This is an optimization exercise on Yosys and OpenROAD, whose aim is small area, not a production implementation.
Only simulation tests tie the RTL to the original design; equivalence was not proved.

==> run a <==
## cyram_exec
module cyram_exec (
    input  wire        clk,
    input  wire        rst,         
    input  wire        in_valid,    
    input  wire        in_begin,    
    input  wire [5:0]  in_aluop,
    input  wire [4:0]  in_srca,
    input  wire [4:0]  in_srcb,
    input  wire [4:0]  in_dst,
    input  wire [1:0]  in_flagw,
    input  wire [1:0]  in_ufsel,
    input  wire [1:0]  in_ufop,
    input  wire [8:0]  in_imm,
    input  wire [31:0] in_k32,
    input  wire [63:0] in_vt,
    input  wire [63:0] in_nb,
    input  wire [31:0] in_dep,
    input  wire [31:0] in_ttr,
    output reg         out_valid,
    output reg         out_fault,
    output reg         out_we,
    output reg  [4:0]  out_dst,
    output reg  [63:0] out_result,
    output wire [8:0]  out_flags    
);
==> flow/config.mk <==
export PLATFORM = sky130hd
export DESIGN_NAME = cyram_exec
export DESIGN_NICKNAME = cyram_exec
export VERILOG_FILES = /design/flow/design.v
export SDC_FILE = /design/flow/constraint.sdc
export NUM_CORES = 4
export LEC_CHECK = 0
export CAP_MARGIN = 20
export CORE_MARGIN = 2
export CORE_UTILIZATION = 40
export CTS_BUF_LIST = sky130_fd_sc_hd__clkbuf_4 sky130_fd_sc_hd__clkbuf_8
export SLEW_MARGIN = 20
==> flow/constraint.sdc <==
create_clock -name core_clock -period 25.0 [get_ports {clk}]
set_input_delay 5.0000 -clock core_clock [delete_from_list [all_inputs] [get_ports {clk}]]
set_output_delay 5.0000 -clock core_clock [all_outputs]
set_load 0.01 [all_outputs]
standard.sh (not shown) runs the stock make flow with config.mk's settings and CLKGATE_MAP_FILE= SYNTH_SCRIPT=/design/flow/synth_recipe.tcl, a recipe that flattens the netlist after the stock synthesis.
==> flow/flow/run.sh <==
#!/bin/bash
# Own layout flow: the standard ORFS flow (standard.sh), with three changes:
#  - synthesis: Yosys's synth runs without its early "abc -fast" pass, and the final
#    technology mapping uses flow/abc_map.script (ABC's &nf area mapper) instead of
#    ORFS's abc script; everything else is synth_recipe.tcl unchanged (same passes,
#    flatten and renames, so the registers are the standard synthesis's),
#  - the port buffers are sky130_fd_sc_hd__buf_1,
#  - clock tree buffers from flow/config.mk's CTS_BUF_LIST.
# Each tool's output goes to the ORFS logs under orfs/logs/; make's own output to
# make_synth.log and make_layout.log in the work folder.
set -euo pipefail
W=$(pwd)
F=$W/flow

cat > $W/own_synth.tcl <<EOT
proc synth {args} { yosys synth -nofsm -noshare -noabc {*}\$args }
proc abc {args} {
  set i [lsearch -exact \$args -script]
  if {\$i >= 0} { set args [lreplace \$args [expr {\$i + 1}] [expr {\$i + 1}] $F/abc_map.script] }
  yosys abc {*}\$args
}
EOT
# the rest is the standard flow's own synthesis script, minus its first line (the synth proc)
tail -n +2 $W/synth_recipe.tcl >> $W/own_synth.tcl

sed -e "s#SYNTH_SCRIPT=[^ ]*#SYNTH_SCRIPT=$W/own_synth.tcl#" $W/standard.sh > $W/own.sh

bash $W/own.sh synth > $W/make_synth.log 2>&1
bash $W/own.sh 'BUFFER_PORTS_ARGS=-buffer_cell sky130_fd_sc_hd__buf_1' finish > $W/make_layout.log 2>&1
==> flow/flow/abc_map.script <==
strash
&get -n
&st
&dch
&nf -R 1000
&put
==> inputs of run b, as changes to run a <==
--- a/flow/design.v
+++ b/flow/design.v
@@ -80,11 +80,11 @@
         .g8(g8), .g9(g9), .g10(g10), .g11(g11), .g12(g12), .g13(g13), .g14(g14), .g15(g15),
         .s0l(s0l), .s1l(s1l), .s2l(s2l), .s3l(s3l), .s0h(s0h), .s1h(s1h), .s2h(s2h), .s3h(s3h),
         .imm(in_imm), .k32(in_k32), .vt(in_vt), .nb(in_nb), .dep(in_dep), .ttr(in_ttr),
         .v(a), .v_hi(a_hi));
     cx_opread u_rdb (
-        .code(in_srcb), .en(!is_unary),
+        .code(in_srcb), .en(1'b1),
         .g0(g0), .g1(g1), .g2(g2), .g3(g3), .g4(g4), .g5(g5), .g6(g6), .g7(g7),
         .g8(g8), .g9(g9), .g10(g10), .g11(g11), .g12(g12), .g13(g13), .g14(g14), .g15(g15),
         .s0l(s0l), .s1l(s1l), .s2l(s2l), .s3l(s3l), .s0h(s0h), .s1h(s1h), .s2h(s2h), .s3h(s3h),
         .imm(in_imm), .k32(in_k32), .vt(in_vt), .nb(in_nb), .dep(in_dep), .ttr(in_ttr),
         .v(b), .v_hi(b_hi));
@@ -294,15 +294,16 @@
     input  wire [63:0] y,
     input  wire        ci,
     output wire [63:0] s,
     output wire        co
 );
-    wire c1, c2, c3;
-    cx_rca #(20) b0 (.x(x[19:0]),  .y(y[19:0]),  .ci(ci), .s(s[19:0]),  .co(c1));
-    cx_csi #(15) b1 (.x(x[34:20]), .y(y[34:20]), .ci(c1), .s(s[34:20]), .co(c2));
-    cx_csi #(15) b2 (.x(x[49:35]), .y(y[49:35]), .ci(c2), .s(s[49:35]), .co(c3));
-    cx_csi #(14) b3 (.x(x[63:50]), .y(y[63:50]), .ci(c3), .s(s[63:50]), .co(co));
+    wire c1, c2, c3, c4;
+    cx_rca #(12) b0 (.x(x[11:0]),  .y(y[11:0]),  .ci(ci), .s(s[11:0]),  .co(c1));
+    cx_csi #(13) b1 (.x(x[24:12]), .y(y[24:12]), .ci(c1), .s(s[24:12]), .co(c2));
+    cx_csi #(13) b2 (.x(x[37:25]), .y(y[37:25]), .ci(c2), .s(s[37:25]), .co(c3));
+    cx_csi #(13) b3 (.x(x[50:38]), .y(y[50:38]), .ci(c3), .s(s[50:38]), .co(c4));
+    cx_csi #(13) b4 (.x(x[63:51]), .y(y[63:51]), .ci(c4), .s(s[63:51]), .co(co));
 endmodule
 module cx_rca #(parameter W = 16) (
     input  wire [W-1:0] x,
     input  wire [W-1:0] y,
     input  wire         ci,
==> flow/run.sh (new file) <==
#!/bin/bash
# synth_recipe.tcl (not shown) runs the flow's synth.tcl, then flattens the netlist and writes it again
# the make line also repeats each setting of config.mk as NAME=value (left out here)
make -C /OpenROAD-flow-scripts/flow DESIGN_CONFIG=/design/flow/config.mk WORK_HOME=/design/flow/orfs CLKGATE_MAP_FILE= SYNTH_SCRIPT=/design/flow/synth_recipe.tcl finish
ABC_AREA = 1   (was unset)
ABC_CLOCK_PERIOD_IN_PS = 25000   (was unset)
removed: flow/flow/run.sh
removed: flow/flow/abc_map.script
removed: flow/standard.sh
==> run summary <==
Outcome: run a timing/DRC/antenna clean; run b timing/DRC/antenna clean
Post-Place Cell Area: run a 80000 um^2; run b 83200 um^2
Share of synthesized cell area in full adder, half adder and majority cells: run a 17.4%; run b 14.9%
Mean instance size in the synthesized netlist: run a 10.8 um^2; run b 7.99 um^2
Met2 Routed Length: run a 154 mm; run b 182 mm
Crit-path max cell delay: run a 650 ps; run b 940 ps
Total vias in the final route: run a 67.2k; run b 82.5k
Largest net degree at the start of global routing: run a 93; run b 68
Routed wire length: run a 350 mm; run b 457 mm
Proportion of cell area occupied by registers: run a 29.8%; run b 28.5%
Simple-gate area share of the yosys netlist: run a 9.23%; run b 20.6%
Critical path depth in cells: run a 75; run b 60
CTS Buf Count: run a 121; run b 147

[static timing again, ports no longer ideal]
No port has a modelled driver above. Below, the same layouts with a new extraction and two added sets of constraints. Step 1 sets driving cells, clkbuf_16 on the clock port and buf_2 on the other inputs (assumed; they add their load-dependent delay and slew). Step 2 moves the port delays by t, midway between the first and last clock arrival at a register: inputs arrive t later, outputs are due t later. That takes back most of the time a late clock gives input paths. Three values: ideal ports, drivers, drivers and shift; two values: the first two.
run	t (ns)	setup slack, ns	clock arrival spread, ns
run a	0.905	0.416 / 0.425 / -0.480	0.079 / 0.079
run b	0.966	2.368 / 2.395 / 1.429	0.089 / 0.089
With both steps, setup timing fails in run a, where it was met with ideal ports. The setup slack of run b, which loses most, moves by +0.027 ns with the drivers and by -0.939 ns with both steps.
